Source: an optimization exercise on an open RTL-to-GDS flow (aim: a short achievable clock period and few clock cycles per item). Production flows keep margins and buffers that such runs may drop.
Function was checked by simulation only, so behaviour that the tests miss may differ from the original.
No activity file was given, so power comes from the tool's default toggle rates.

==> flow/design.v <==
module slice_decoder (
    input  wire         clk,
    input  wire         rst,
    input  wire [127:0] in_units,
    input  wire [3:0]   in_avail,    
    output wire [3:0]   in_take,     
    input  wire         anchor_en,
    input  wire [31:0]  anchor_prev,
    output reg          dict_en0,
    output reg  [14:0]  dict_addr0,
    input  wire [31:0]  dict_rdata0,
    output reg          dict_en1,
    output reg  [14:0]  dict_addr1,
    input  wire [31:0]  dict_rdata1,
    output wire [1:0]   out_cnt,
    output wire [31:0]  out_word0,
    output wire [31:0]  out_word1,
    input  wire         out_ready
);
    localparam UB = 24;          
    localparam QD = 16;          
    wire flush = rst | anchor_en;
    integer i, k;
    reg         acc;             
    reg [127:0] stg;
    reg [3:0]   scnt;
    assign in_take = in_avail & {4{acc}};
    reg [15:0] ub [0:UB-1];
    reg [4:0]  fill;
    reg [5:0]  fge;              
    reg [15:0] mv [0:UB+4];
    always @(*) begin
        for (i = 0; i < UB + 5; i = i + 1) begin
            mv[i] = 16'd0;
            for (k = 0; k < 8; k = k + 1)
                if (i >= k && fill == i - k) mv[i] = stg[16*k +: 16];
            if (i < UB && fill > i) mv[i] = ub[i];
        end
    end
    wire [4:0] fs = fill + {1'b0, scnt};
    reg [6:0]  lrem;             
    reg        lz, l1;           
    reg        ok;               
    wire [15:0] u0 = ub[0];
    wire [15:0] u1 = ub[1];
    wire [15:0] u2 = ub[2];
    wire [15:0] u3 = ub[3];
    wire [15:0] u4 = ub[4];
    wire u0_hdr = u0[15] | u0[14];   
    wire u1_hdr = u1[15] | u1[14];
    wire ok_l = ok & ~lz;
    wire ok_h = ok & lz & fge[1];
    wire c_l4  = ok_l & ~l1 & fge[4];                        
    wire c_l2  = ok_l & ~c_l4 & fge[2];                      
    wire c_hh  = ok_h & u0_hdr & fge[2] & u1_hdr;            
    wire c_hl  = ok_h & u0_hdr & fge[2] & ~u1_hdr;           
    wire c_h1  = ok_h & u0_hdr & ~fge[2];                    
    wire c_L5  = ok_h & ~u0_hdr & (u0[5:0] != 6'd0) & fge[5];    
    wire c_L3  = ok_h & ~u0_hdr & ~c_L5 & fge[3];            
    wire c_L1  = ok_h & ~u0_hdr & ~fge[3];                   
    wire [5:0] c_oh;
    assign c_oh[1] = c_h1 | c_L1;
    assign c_oh[2] = c_l2 | c_hh | c_hl;
    assign c_oh[3] = c_L3;
    assign c_oh[4] = c_l4;
    assign c_oh[5] = c_L5;
    assign c_oh[0] = ~(|c_oh[5:1]);
    wire e0 = c_l4 | c_l2 | c_hh | c_hl | c_h1 | c_L5 | c_L3;   
    wire e1 = c_l4 | c_hh | c_L5;                           
    wire op_hdr = c_hh | c_hl | c_h1;                       
    wire [6:0] lrem_nx =
        c_l4 ? lrem - 7'd2 :
        c_l2 ? lrem - 7'd1 :
        c_hl ? {1'b0, u1[5:0]} + 7'd1 :
        c_L5 ? {1'b0, u0[5:0]} - 7'd1 :
        c_L3 ? {1'b0, u0[5:0]} :
        c_L1 ? {1'b0, u0[5:0]} + 7'd1 : lrem;
    reg        p1e0, p1e1, p1h;
    reg [31:0] p1v0, p1v1;
    reg        p2e0, p2e1;
    reg        p2d0, p2d1;       
    reg        p2r0, p2r1;       
    reg        p2z0, p2z1;       
    reg [31:0] p2v0, p2v1;
    reg [13:0] p2m0, p2m1;       
    reg [QD-1:0] qr;             
    reg [QD-1:0] qz;             
    reg [31:0]   qv [0:QD-1];    
    reg [13:0]   qm [0:QD-1];    
    reg [4:0]    qcnt;
    reg          h0v, h1v;       
    reg [4:0]    occ;            
    wire        in_r0 = p2r0, in_r1 = p2r1;
    wire        in_z0 = p2z0, in_z1 = p2z1;
    wire [31:0] in_v0 = p2d0 ? dict_rdata0 : p2v0;
    wire [31:0] in_v1 = p2d1 ? dict_rdata1 : p2v1;
    wire [13:0] in_m0 = p2m0, in_m1 = p2m1;
    wire [4:0]  qa = qcnt + {3'd0, p2e0} + {3'd0, p2e1};
    reg [13:0] rcnt;             
    reg        rge2, req1;       
    reg [31:0] last;
    reg [1:0]  ocnt;
    reg        oe;               
    reg [31:0] ow0, ow1;
    assign out_cnt   = ocnt;
    assign out_word0 = ow0;
    assign out_word1 = ow1;
    wire adv = out_ready | oe;
    wire h0r = qr[0], h1r = qr[1];
    wire h0z = qz[0];
    wire [31:0] h0 = qv[0];
    wire [31:0] h1 = qv[1];
    wire x_rr  = rge2;                                   
    wire x_r1  = ~rge2 & req1;                           
    wire x_n   = ~rge2 & ~req1 & h0v;                    
    wire x_r1h = x_r1 & h0v;
    wire x_nr2 = x_n & h0r & ~h0z;                       
    wire x_nr1 = x_n & h0r & h0z;                        
    wire x_nw  = x_n & ~h0r;                             
    wire x_n2  = (x_nr1 | x_nw) & h1v;                   
    wire en2 = x_rr | x_r1h | x_nr2 | x_n2;
    wire en1 = (x_r1 & ~h0v) | ((x_nr1 | x_nw) & ~h1v);
    wire pop1 = x_r1h | x_nr2 | ((x_nr1 | x_nw) & ~h1v);
    wire pop2 = x_n2;
    wire [31:0] w0 = x_nw ? h0 : last;
    wire w1_h0 = (x_r1h & ~h0r) | (x_nw & ~(h1v & ~h1r));
    wire w1_h1 = x_n2 & ~h1r;
    wire [31:0] w1 = w1_h1 ? h1 : w1_h0 ? h0 : last;
    wire [13:0] rm2 = rcnt - 14'd2;
    wire        rc_h0c = x_r1h & h0r;            
    wire        rc_h0m = x_nr2;                  
    wire        rc_h1c = x_n2 & h1r;             
    wire [13:0] rcnt_nx = x_rr ? rm2 :
                          rc_h0c ? h0[13:0] :
                          rc_h0m ? qm[0] :
                          rc_h1c ? h1[13:0] : 14'd0;
    wire pa1 = adv & pop1;
    wire pa2 = adv & pop2;
    wire pa0 = ~pa1 & ~pa2;
    reg [15:0] ub_nx [0:UB-1];
    reg [4:0]  fill_nx;
    reg [5:0]  fge_nx;
    always @(*) begin
        for (i = 0; i < UB; i = i + 1) begin
            ub_nx[i] = 16'd0;
            for (k = 0; k < 6; k = k + 1)
                ub_nx[i] = ub_nx[i] | ({16{c_oh[k]}} & mv[i + k]);
        end
        fill_nx = 5'd0;
        fge_nx  = 6'd0;
        for (k = 0; k < 6; k = k + 1) begin
            fill_nx = fill_nx | ({5{c_oh[k]}} & (fs - k[4:0]));
            for (i = 1; i < 6; i = i + 1)
                fge_nx[i] = fge_nx[i] | (c_oh[k] & ({1'b0, fs} >= i + k));
        end
        fge_nx[0] = 1'b1;
    end
    reg acc_nx;
    always @(*) begin
        acc_nx = 1'b0;
        for (k = 0; k < 6; k = k + 1)
            acc_nx = acc_nx | (c_oh[k] & ({1'b0, fs} + (acc ? 6'd8 : 6'd0) <= 6'd16 + k));
    end
    reg [QD-1:0] qr_nx, qz_nx;
    reg [31:0]   qv_nx [0:QD-1];
    reg [13:0]   qm_nx [0:QD-1];
    reg [4:0]    qcnt_nx;
    reg          h0v_nx, h1v_nx;
    reg          sh, w0s, w1s;
    integer p;
    always @(*) begin
        for (i = 0; i < QD; i = i + 1) begin
            qr_nx[i] = 1'b0; qz_nx[i] = 1'b0; qv_nx[i] = 32'd0; qm_nx[i] = 14'd0;
            for (p = 0; p < 3; p = p + 1) begin
                sh  = (p == 0 ? pa0 : p == 1 ? pa1 : pa2) & (i + p < qcnt) & (i + p < QD);
                w0s = (p == 0 ? pa0 : p == 1 ? pa1 : pa2) & (i + p == qcnt);
                w1s = (p == 0 ? pa0 : p == 1 ? pa1 : pa2) & (i + p > qcnt);
                if (i + p < QD) begin
                    qr_nx[i] = qr_nx[i] | (sh & qr[(i + p) % QD]);
                    qz_nx[i] = qz_nx[i] | (sh & qz[(i + p) % QD]);
                    qv_nx[i] = qv_nx[i] | ({32{sh}} & qv[(i + p) % QD]);
                    qm_nx[i] = qm_nx[i] | ({14{sh}} & qm[(i + p) % QD]);
                end
                qr_nx[i] = qr_nx[i] | (w0s & in_r0) | (w1s & in_r1);
                qz_nx[i] = qz_nx[i] | (w0s & in_z0) | (w1s & in_z1);
                qv_nx[i] = qv_nx[i] | ({32{w0s}} & in_v0) | ({32{w1s}} & in_v1);
                qm_nx[i] = qm_nx[i] | ({14{w0s}} & in_m0) | ({14{w1s}} & in_m1);
            end
        end
        qcnt_nx = pa2 ? qa - 5'd2 : pa1 ? qa - 5'd1 : qa;
        h0v_nx  = pa2 ? qa >= 5'd3 : pa1 ? qa >= 5'd2 : qa >= 5'd1;
        h1v_nx  = pa2 ? qa >= 5'd4 : pa1 ? qa >= 5'd3 : qa >= 5'd2;
    end
    wire [1:0] ne = {1'b0, e0} + {1'b0, e1};
    wire [5:0] occ_e = {1'b0, occ} + {4'd0, ne};
    wire ok_nx = pa2 ? occ_e <= QD :
                 pa1 ? occ_e <= QD - 1 : occ_e <= QD - 2;
    always @(posedge clk) begin
        stg <= in_units;
        for (i = 0; i < UB; i = i + 1)
            ub[i] <= ub_nx[i];
        p1v0 <= c_l4 | c_l2 ? {u1, u0} : op_hdr ? {16'd0, u0} : {u2, u1};
        p1v1 <= c_l4 ? {u3, u2} : c_hh ? {16'd0, u1} : {u4, u3};
        p1h  <= op_hdr;
        dict_addr0 <= u0[14:0];
        dict_addr1 <= u1[14:0];
        p2v0 <= p1v0;
        p2v1 <= p1v1;
        p2d0 <= p1h & p1v0[15];
        p2d1 <= p1h & p1v1[15];
        p2r0 <= p1h & ~p1v0[15] & p1v0[14];
        p2r1 <= p1h & ~p1v1[15] & p1v1[14];
        p2z0 <= p1v0[13:0] == 14'd0;
        p2z1 <= p1v1[13:0] == 14'd0;
        p2m0 <= p1v0[13:0] - 14'd1;
        p2m1 <= p1v1[13:0] - 14'd1;
        for (i = 0; i < QD; i = i + 1) begin
            qv[i] <= qv_nx[i];
            qm[i] <= qm_nx[i];
        end
        qr <= qr_nx;
        qz <= qz_nx;
        if (flush) begin
            acc  <= 1'b1;
            scnt <= 4'd0;
            fill <= 5'd0;
            fge  <= 6'b000001;
            lrem <= 7'd0;
            lz   <= 1'b1;
            l1   <= 1'b0;
            ok   <= 1'b1;
            p1e0 <= 1'b0;
            p1e1 <= 1'b0;
            p2e0 <= 1'b0;
            p2e1 <= 1'b0;
            dict_en0 <= 1'b0;
            dict_en1 <= 1'b0;
            qcnt <= 5'd0;
            h0v  <= 1'b0;
            h1v  <= 1'b0;
            occ  <= 5'd0;
            rcnt <= 14'd0;
            rge2 <= 1'b0;
            req1 <= 1'b0;
            ocnt <= 2'd0;
            oe   <= 1'b1;
            last <= rst ? 32'd0 : anchor_prev;
        end else begin
            scnt <= in_take;
            acc  <= acc_nx;
            fill <= fill_nx;
            fge  <= fge_nx;
            lrem <= lrem_nx;
            lz   <= lrem_nx == 7'd0;
            l1   <= lrem_nx == 7'd1;
            ok   <= ok_nx;
            p1e0 <= e0;
            p1e1 <= e1;
            p2e0 <= p1e0;
            p2e1 <= p1e1;
            dict_en0 <= op_hdr & u0[15];
            dict_en1 <= c_hh & u1[15];
            qcnt <= qcnt_nx;
            h0v  <= h0v_nx;
            h1v  <= h1v_nx;
            occ  <= occ_e[4:0] - {3'd0, pa2, pa1};
            if (adv) begin
                ocnt <= {en2, en1};
                oe   <= ~en2 & ~en1;
                ow0  <= w0;
                ow1  <= w1;
                rcnt <= rcnt_nx;
                rge2 <= rcnt_nx[13:1] != 13'd0;
                req1 <= rcnt_nx == 14'd1;
                if (en2) last <= w1;
                else if (en1) last <= w0;
            end
        end
    end
endmodule
==> flow/run.sh <==
#!/bin/bash
# synth_recipe.tcl (not shown) runs the flow's synth.tcl, then flattens the netlist and writes it again
# the make line also repeats each setting of config.mk as NAME=value (left out here)
make -C /OpenROAD-flow-scripts/flow DESIGN_CONFIG=/design/flow/config.mk WORK_HOME=/design/flow/orfs CLKGATE_MAP_FILE= SYNTH_SCRIPT=/design/flow/synth_recipe.tcl finish
==> flow/config.mk <==
export PLATFORM = sky130hd
export DESIGN_NAME = slice_decoder
export DESIGN_NICKNAME = slice_decoder
export VERILOG_FILES = /design/flow/design.v
export SDC_FILE = /design/flow/constraint.sdc
export NUM_CORES = 4
export LEC_CHECK = 0
export ABC_CLOCK_PERIOD_IN_PS = 2200
export CAP_MARGIN = 20
export CORE_MARGIN = 2
export CORE_UTILIZATION = 25
export SETUP_SLACK_MARGIN = 2.5
export SLEW_MARGIN = 20
==> flow/constraint.sdc <==
create_clock -name core_clock -period 5.0 [get_ports {clk}]
set_input_delay 1.0000 -clock core_clock [delete_from_list [all_inputs] [get_ports {clk}]]
set_output_delay 1.0000 -clock core_clock [all_outputs]
set_load 0.01 [all_outputs]
==> flow_summary_export.csv <==
group,metric,value,unit
outcome,status,"aborted with a tool error",
outcome,stop_stage,"global routing",
outcome,stop_error,"[ERROR GRT-0232] Routing congestion too high. Check the congestion heatmap in the GUI.",
yosys,synthesis.area,101000,sq um
grt,overflow,1,
yosys,synth-async-reset-ratio,0,%
yosys,syn_inst,12300,
clock_network,cts_max_path_buffers,4,
floorplanning,row_count,233,
floorplanning,starting_utilization_of_the_core_area,25.1,%
placement,place_hpwl,460000,microns
floorplanning,dieHeight,639,microns
clock_network,cts_buffers,193,
yosys,ys_seq_area_share,33.3,%
yosys,yosys_warnings,8,
yosys,ys_seq_elements,1631,
placement,gp_congestion,1.09,
clock_network,cts-root-buf,"sky130_fd_sc_hd__clkbuf_16",
yosys,post_synth_num_cell_types,104,
yosys,syn_avg_cell_area,8.21,sq um
clock_network,tritoncts_num_sinks,1631,
clock_network,cts.hold.buffers_added,0,
grt,grt_use_total,38.4,%
yosys,number_of_synthesized_flops_with_an_enable_pin,96,
placement,portBuffers,333,
floorplanning,die_x_extent,639,microns
grt,grt_start_max_net_pins,100,
placement,place_area,114000,sq um
yosys,synth_flop_cell,"sky130_fd_sc_hd__dfxtp_1",
clock_network,htree_num_levels,4,
placement,place_inst,17100,
placement,place_ws,0.907,ns
yosys,postSynthNetCount,12600,
floorplanning,ios,334,
[power by group through the flow]
stage          logic, W  registers, W  clock network [W]
2_1_floorplan    0.0163        0.0210                  0
3_3_place_gp     0.0259        0.0242                  0
3_5_place_dp     0.0261        0.0242                  0
4_1_cts          0.0342        0.0240             0.0152
[repair_timing]
action                     4_1_cts
gates cloned                   154
gates resized for setup       2775
setup endpoints to repair     1405
buffers inserted              1106
pin swaps                      722
[how the worst min path moves through the flow]
stage                     startpoint               end
CTS                 p1v1[25]$_DFF_P_  p2v1[25]$_DFF_P_
detailed placement  p1v0[29]$_DFF_P_  p2v0[29]$_DFF_P_
global placement    p1v1[20]$_DFF_P_  p2v1[20]$_DFF_P_
floorplan           p1v0[16]$_DFF_P_  p2v0[16]$_DFF_P_
[metal layers]
layer / overflow / track usage [%]
met1: 0 / 42.0
met2: 0 / 48.1
met3: 1 / 26.6
met4: 0 / 31.4
met5: 0 / 17.8
[through the flow]
| stage | utilization (%) | hold WS, ns | total power (W) |
|---|---|---|---|
| 4_1_cts | 35.9 | 0.257 | 0.0734 |
| 3_5_place_dp | 28.4 | 0.312 | 0.0503 |
| 3_3_place_gp | 28.4 | 0.312 | 0.0500 |
| 2_1_floorplan | - | 0.310 | 0.0373 |
[synth_stat cells, types with 213 or more instances]
cell type | count | area (sq um)
sky130_fd_sc_hd__dfxtp_1 | 1535 | 30700
sky130_fd_sc_hd__nand2_1 | 1238 | 4650
sky130_fd_sc_hd__clkbuf_1 | 1220 | 4580
sky130_fd_sc_hd__a222oi_1 | 899 | 9000
sky130_fd_sc_hd__nor2_1 | 679 | 2550
sky130_fd_sc_hd__o221ai_1 | 622 | 5450
sky130_fd_sc_hd__a21oi_1 | 601 | 3010
sky130_fd_sc_hd__o21ai_0 | 564 | 2820
sky130_fd_sc_hd__a22oi_1 | 496 | 3720
sky130_fd_sc_hd__o22ai_1 | 466 | 2920
sky130_fd_sc_hd__nand3_1 | 436 | 2180
sky130_fd_sc_hd__a221oi_1 | 263 | 2300
sky130_fd_sc_hd__buf_2 | 233 | 1170
sky130_fd_sc_hd__mux2i_1 | 213 | 2130
[cells by family after synthesis]
logic type	Yosys count	synth area share [%]
simple gates	3112	14.4
flops	1631	33.3
mux	366	3.85
buf+inv	1792	7.09
xor+xnor	59	0.513
compound gates	5280	40.3
fa+ha+maj	41	0.539
Testbench counts, summed over its fixed seeds: cycles 59,764, words 119,345.
